This design comes from an exercise in tuning for small area, a short achievable clock period and few clock cycles per item on the open sky130 flow, not from production work.
Only the layout flow was run in this run; the RTL was not checked for function there.
Power figures rest on the tool's default switching activity, not on a simulated workload.

$ cat design.v
module srn_sipround (
    input  wire        second,     
    input  wire [63:0] p_i,
    input  wire [63:0] q_i,
    input  wire [63:0] r_i,
    input  wire [63:0] s_i,
    output wire [63:0] p_o,
    output wire [63:0] q_o,
    output wire [63:0] r_o,
    output wire [63:0] s_o
);
    wire [63:0] x = p_i + q_i;
    wire [63:0] y = r_i + s_i;
    wire [63:0] qr = second ? {q_i[46:0], q_i[63:47]}       
                            : {q_i[50:0], q_i[63:51]};      
    wire [63:0] sr = second ? {s_i[42:0], s_i[63:43]}       
                            : {s_i[47:0], s_i[63:48]};      
    assign p_o = y;
    assign q_o = qr ^ x;
    assign r_o = {x[31:0], x[63:32]};                        
    assign s_o = sr ^ y;
endmodule
module srn_place (
    input  wire         clk,
    input  wire         rst,           
    input  wire         key_load,      
    input  wire [127:0] key,           
    input  wire         req_valid,
    output wire         req_ready,
    input  wire [15:0]  req_frame,
    input  wire [8:0]   req_block,
    input  wire [7:0]   req_tweak,
    input  wire [5:0]   req_line,
    output wire         resp_valid,
    input  wire         resp_ready,
    output wire [5:0]   resp_chan
);
    localparam [63:0] C0 = 64'h736f6d6570736575;
    localparam [63:0] C1 = 64'h646f72616e646f6d;
    localparam [63:0] C2 = 64'h6c7967656e657261;
    localparam [63:0] C3 = 64'h7465646279746573;
    localparam [63:0] M1 = 64'h0800000000000000;
    localparam [23:0] SB = {3'd2, 3'd5, 3'd3, 3'd0, 3'd7, 3'd1, 3'd4, 3'd6};
    reg  [127:0] kb;
    wire [63:0]  k0 = kb[63:0];
    wire [63:0]  k1 = kb[127:64];
    reg  [32:0]  tag;           
    reg          tag_ok;        
    reg          pending;       
    reg          rdy;
    reg  [6:0]   q_mem [0:15];  
    reg  [4:0]   q_wp, q_rp;
    wire [32:0]  req_tag = {req_tweak, req_block, req_frame};
    wire         accept  = req_valid & rdy & ~rst;
    wire         new_blk = ~tag_ok | (req_tag != tag);
    reg  [63:0]  p, q, r, s;
    reg  [3:0]   hc;            
    reg          hrun;
    reg  [17:0]  hn;            
    reg          hn_ok;
    reg  [17:0]  hc_key;        
    wire [63:0]  m0 = {24'd0, tag[32:25], 7'd0, tag[24:16], tag[15:0]};
    wire [63:0]  p_n, q_n, r_n, s_n;
    srn_sipround u_half (
        .second(hc[0]),
        .p_i(p), .q_i(q), .r_i(r), .s_i(s),
        .p_o(p_n), .q_o(q_n), .r_o(r_n), .s_o(s_n)
    );
    wire         last   = hrun & (hc == 4'd15);
    wire         finish = last & ~hn_ok;
    wire         start  = pending & (~hrun | finish);
    wire         adv    = hrun & ~(last & hn_ok);
    wire [63:0]  h_full = p_n ^ q_n ^ r_n ^ s_n;
    wire [6:0]   head   = q_mem[q_rp[3:0]];
    wire         q_any  = (q_wp != q_rp);
    wire         pop    = q_any & (~head[6] | hn_ok) & (~resp_valid_r | resp_ready);
    wire [17:0]  hk     = head[6] ? hn : hc_key;
    reg  [5:0]   chan_r;
    reg          resp_valid_r;
    reg [2:0] fl, fr, ft;
    integer i;
    always @(*) begin
        fl = head[5:3];
        fr = head[2:0];
        for (i = 0; i < 6; i = i + 1) begin
            ft = fl ^ SB[3*(fr ^ hk[3*i +: 3]) +: 3];
            fl = fr;
            fr = ft;
        end
    end
    assign req_ready  = rdy;
    assign resp_valid = resp_valid_r;
    assign resp_chan  = chan_r;
    wire [4:0]   q_wp_n  = q_wp + {4'd0, accept};
    wire [4:0]   q_rp_n  = q_rp + {4'd0, pop};
    wire [4:0]   q_cnt_n = q_wp_n - q_rp_n;
    wire         pend_n  = (pending & ~start) | (accept & new_blk);
    wire         run_n   = start | (hrun & ~finish);
    wire [3:0]   hc_n    = start ? 4'd0 : (adv ? hc + 4'd1 : hc);
    wire         m0_busy = run_n & (hc_n < 4'd4);
    always @(posedge clk) begin
        if (key_load)
            kb <= key;
    end
    always @(posedge clk) begin
        if (accept) begin
            tag <= req_tag;
            q_mem[q_wp[3:0]] <= {new_blk, req_line};
        end
        if (pop)
            chan_r <= {fl, fr};
    end
    always @(posedge clk) begin
        if (rst) begin
            q_wp         <= 5'd0;
            q_rp         <= 5'd0;
            pending      <= 1'b0;
            tag_ok       <= 1'b0;
            rdy          <= 1'b1;
            hrun         <= 1'b0;
            hn_ok        <= 1'b0;
            resp_valid_r <= 1'b0;
        end else begin
            q_wp    <= q_wp_n;
            q_rp    <= q_rp_n;
            pending <= pend_n;
            hrun    <= run_n;
            rdy     <= ~pend_n & ~m0_busy & ~q_cnt_n[4];
            if (key_load)
                tag_ok <= 1'b0;
            else if (accept)
                tag_ok <= 1'b1;
            if (finish)
                hn_ok <= 1'b1;
            else if (pop & head[6])
                hn_ok <= 1'b0;
            if (pop)
                resp_valid_r <= 1'b1;
            else if (resp_ready)
                resp_valid_r <= 1'b0;
        end
    end
    always @(posedge clk) begin
        if (start) begin
            p  <= k0 ^ C0;
            q  <= k1 ^ C1;
            r  <= k0 ^ C2;
            s  <= k1 ^ C3 ^ m0;
            hc <= 4'd0;
        end else if (adv) begin
            hc <= hc + 4'd1;
            q  <= q_n;
            case (hc)
                4'd3: begin            
                    p <= p_n ^ m0;
                    r <= r_n;
                    s <= s_n ^ M1;
                end
                4'd7: begin            
                    p <= p_n ^ M1;
                    r <= r_n ^ 64'h00000000000000ff;
                    s <= s_n;
                end
                default: begin
                    p <= p_n;
                    r <= r_n;
                    s <= s_n;
                end
            endcase
        end
        if (finish)
            hn <= h_full[17:0];
        if (pop & head[6])
            hc_key <= hn;
    end
endmodule
$ cat run.sh
#!/bin/bash
# synth_recipe.tcl (not shown) runs the flow's synth.tcl, then flattens the netlist and writes it again
# the make line also repeats each setting of config.mk as NAME=value (left out here)
make -C /OpenROAD-flow-scripts/flow DESIGN_CONFIG=/design/flow/config.mk WORK_HOME=/design/flow/orfs CLKGATE_MAP_FILE= SYNTH_SCRIPT=/design/flow/synth_recipe.tcl finish
$ cat config.mk
export PLATFORM = sky130hd
export DESIGN_NAME = srn_place
export DESIGN_NICKNAME = srn_place
export VERILOG_FILES = /design/flow/design.v
export SDC_FILE = /design/flow/constraint.sdc
export NUM_CORES = 4
export LEC_CHECK = 0
export CAP_MARGIN = 20
export CORE_MARGIN = 2
export CORE_UTILIZATION = 40
export SLEW_MARGIN = 20
$ cat constraint.sdc
create_clock -name core_clock -period 12.0 [get_ports {clk}]
set_input_delay 2.4000 -clock core_clock [delete_from_list [all_inputs] [get_ports {clk}]]
set_output_delay 2.4000 -clock core_clock [all_outputs]
set_load 0.01 [all_outputs]
==> notes.md <==
==> sequential cells by signal, summed over array words and instances (netlist names) <==
register / cells
chan_r: 6
hc: 4
hc_key: 18
hn: 18
hn_ok: 1
hrun: 1
kb: 128
p: 64
pending: 1
q: 64
q_mem: 112
q_rp: 5
q_wp: 5
r: 64
rdy: 1
resp_valid_r: 1
s: 64
tag: 33
tag_ok: 1
==> final timing paths <==
check / start / end / depth (start not counted) / slack (ps)
worst max-delay path: q_rp[1] / chan_r[0] / 26 / 3270
worst min-delay path: hn[13] / hc_key[13] / 0 / 460
worst max register to register: q_rp[1] / chan_r[0] / 26 / 3270
worst min register to register: hn[13] / hc_key[13] / 0 / 460
==> metal layers <==
layer,vias up,global-route usage (%),wire length [microns]
met5,-,0,31
met4,4,11.1,5190
met3,216,4.28,8610
met2,1058,44.3,55000
met1,11700,34.2,46500
li1,10700,-,-
==> worst reg2reg max path: stages, from the launching register on <==
cell and delay, ps:
dfxtp_1 840, buf_4 380, mux4_2 570, mux2i_4 270, mux2i_1 300, mux2_4 360, a211o_1 340, xnor3_1 420
ha_1 340, inv_1 60, mux2i_2 190, xor2_2 320, xor2_2 390, nand2_1 150, xnor3_1 440, ha_1 330
nand3_1 130, nor4_1 70, a2111oi_0 380, or4b_1 620, nor4bb_1 230, nor4b_4 370, xnor3_1 390, inv_1 90
ha_1 230, mux2i_1 170, xnor2_1 90
==> cells by family after synthesis <==
family                   count (synthesis)  share of synthesized area (%)
XOR/XNOR                               448                           12.7
AND/OR/NAND/NOR                        613                           8.39
multiplexers                           241                           8.41
buffers and inverters                  168                           1.92
adder cells (fa/ha/maj)                142                           5.33
AO/OA/AOI/OAI                          609                           11.0
flip-flops                             591                           52.2
==> cell type report <==
class	instances	area, sq um	share of cell area (%)
Sequential cell	591	17600	45.0
Timing Repair Buffer	202	1970	5.04
Multi-Input combinational cell	2053	15500	39.6
Antenna cell	2	5.00	0.0128
Inverter	60	225	0.577
Clock buffer	82	1870	4.79
Clock inverter	43	589	1.51
Tap cell	1080	1350	3.46
==> cell usage after synthesis, drive strengths merged, types with 4 or more instances <==
library cell  instances
xnor2               265
a21oi               161
nor3b                 5
o21a                 23
clkbuf               85
and3                 16
and4                  7
nor2b                28
a31o                  4
xor2                160
mux2i               205
a211oi                9
edfxtp              571
nand2               267
nor3                 24
o31ai                15
nor2                134
xnor3                20
a2111oi               6
dfxtp                20
nand3                40
buf                  23
nor4                  8
a31oi                12
mux2                  7
o31a                  4
mux4                 29
or2                   6
or3                   5
a21boi                5
o21bai               30
nand4                24
inv                  60
a21o                 92
o211ai                9
nand2b               30
o2111ai               6
ha                  140
and2                 11
o21ai               205
==> per-stage QoR <==
step                setup slack, ps  power, uW
detailed placement             3360      11200
global placement               3630      11100
floorplan                      4380       8430
CTS                            3330      13500
finish                         3270      13700
global route                   2780      14200
==> power by group <==
part	total, uW	switching (uW)	internal [uW]	leakage [uW]
Clock	2270	934	1340	0.00118
Sequential	3660	464	3190	0.00552
Combinational	7730	4800	2930	0.00789
==> flow_metrics.tcl <==
set metrics [dict create \
    grt_pass1_vias 23300 \
    wire_per_inst_microns 28.0 \
    place_area_sq_mm 0.0366 \
    overflow 0 \
    cts.clk_slew.worst_paths_ps 60 \
    row_count 106 \
    synth-async-reset-ratio_pct 0 \
    power.leakage_uw 0.0146 \
    drt_first_iter_violations 2826 \
    p_per_area_mw_per_mm2 350 \
    tns_ps 0 \
    synth_ff_type "edfxtp_1" \
    fin_util_pct 46.8 \
    drc 0 \
    finalHoldViolCount 0 \
    synth_top_area_cell "edfxtp_1" \
    arrival_ps 9100 \
    avgSynthCellArea_sq_um 12.0 \
    fillers 7479 \
    ys_seq_area_share_pct 52.2 \
    clock_sinks 591 \
    vias 23700 \
    antenna_left 0 \
    period_share_pct 72.7 \
    routabilityCongestion 1.03 \
    hold_path.class "flop to flop" \
    ys_ff_latch 591 \
    ir_drop_v 0.000218 \
    htreeDepth 3 \
    dieWidth_microns 294 \
    mostFrequentLayoutCell "edfxtp_1" \
    status "finished clean" \
    end_kind "flop" \
    coreArea_sq_mm 0.0834 \
    ios 180 \
    syn_nets 3126 \
    path_buf_inv 3 \
    grt_max_degree 81 \
    nNetsFinal 3292 \
    slowest_stage "dfxtp_1" \
    postCtsHoldBufs 0 \
    synth_cell_types 80 \
    period_needed_ps 8730 \
    die_area_sq_mm 0.0864 \
    grt_pass1_wl_mm 163 \
    yosysWarnings 1 \
    fin_hold_ws_ps 462 \
    stdcell_count 4113 \
    insertion_delay_ps 650 \
    max_stage_delay_ps 840 \
    drive_above_1_share_pct 6.83 \
    drtPass1Iterations 6 \
    cts_tree "done" \
    cts_resized 0 \
    grt_use_total_pct 26.5 \
    synth_cells 2812 \
    setup_violations 0 \
    cts_setup_buffers 0 \
    required_ps 12370 \
    final_area_sq_mm 0.0390 \
    synthTopCellsByArea "edfxtp_1 (51%), xnor2_1 (6.9%), mux2i_1 (6.0%)" \
    rsz0062_at_grt "false" \
    synth_top_cell_area_share_pct 51.0 \
    dp.cells 3986 \
    relSlewSlack_pct 17.8 \
    die_y_microns 294 \
    path_class "flop to flop" \
    synth_edf_count 571 \
    syn_to_final_growth_pct 16.1 \
    hpwl_mm 90.6 \
    cp-start-kind "flop" \
    antenna_found_initial 7 \
    max-clock-path-buffers 3 \
    clock.fmax_ghz 0.115 \
    worst_pin_slew_ps 1220 \
    critPathTopFamily "XOR/XNOR gates" \
    finalClockSkew_ps 38.6 \
    drt-total-wl_mm 115 \
    slew_viol_final 0 \
    initial_core_util_pct 40.3 \
    via_per_inst 5.75 \
    io_buffer_count 179 \
    numCtsBuffers 70 \
    root_buffer "clkbuf_16" \
    synth_area_sq_mm 0.0336 \
    crit_fanout 14 \
    layout_common_cells "edfxtp_1 (571), nand2_1 (264), xnor2_1 (262), o21ai_0 (205), mux2i_1 (200)" \
    max-cap-violations 0 \
]

what the ideal ports hide:
The results above use ideal ports. As a check the final layout listed here was re-extracted and re-timed, cells and wires unchanged. Step 1 assumes that a clkbuf_16 drives the clock port and a buf_2 every other input. Step 2 adds t to the input delays and takes it off the output delays; t is the mean of the earliest and latest rising clock arrival at the registers after step 1. Input paths then give back, and output paths get back, about the clock's delay inside the block. Three values: ideal ports, drivers, drivers and shift; two values: the first two.
t (ns): 0.704
slack for setup (ns): 3.273 / 3.273 / 3.273
latest minus earliest clock arrival (ns): 0.039 / 0.039
worst register clock-pin slew, ns: 0.07 / 0.07
worst slew at a driven data input, ns: 0.10
After both steps this run still meets setup and hold. The setup slack of this run moves by 0.000 ns with the drivers and by 0.000 ns with both steps.
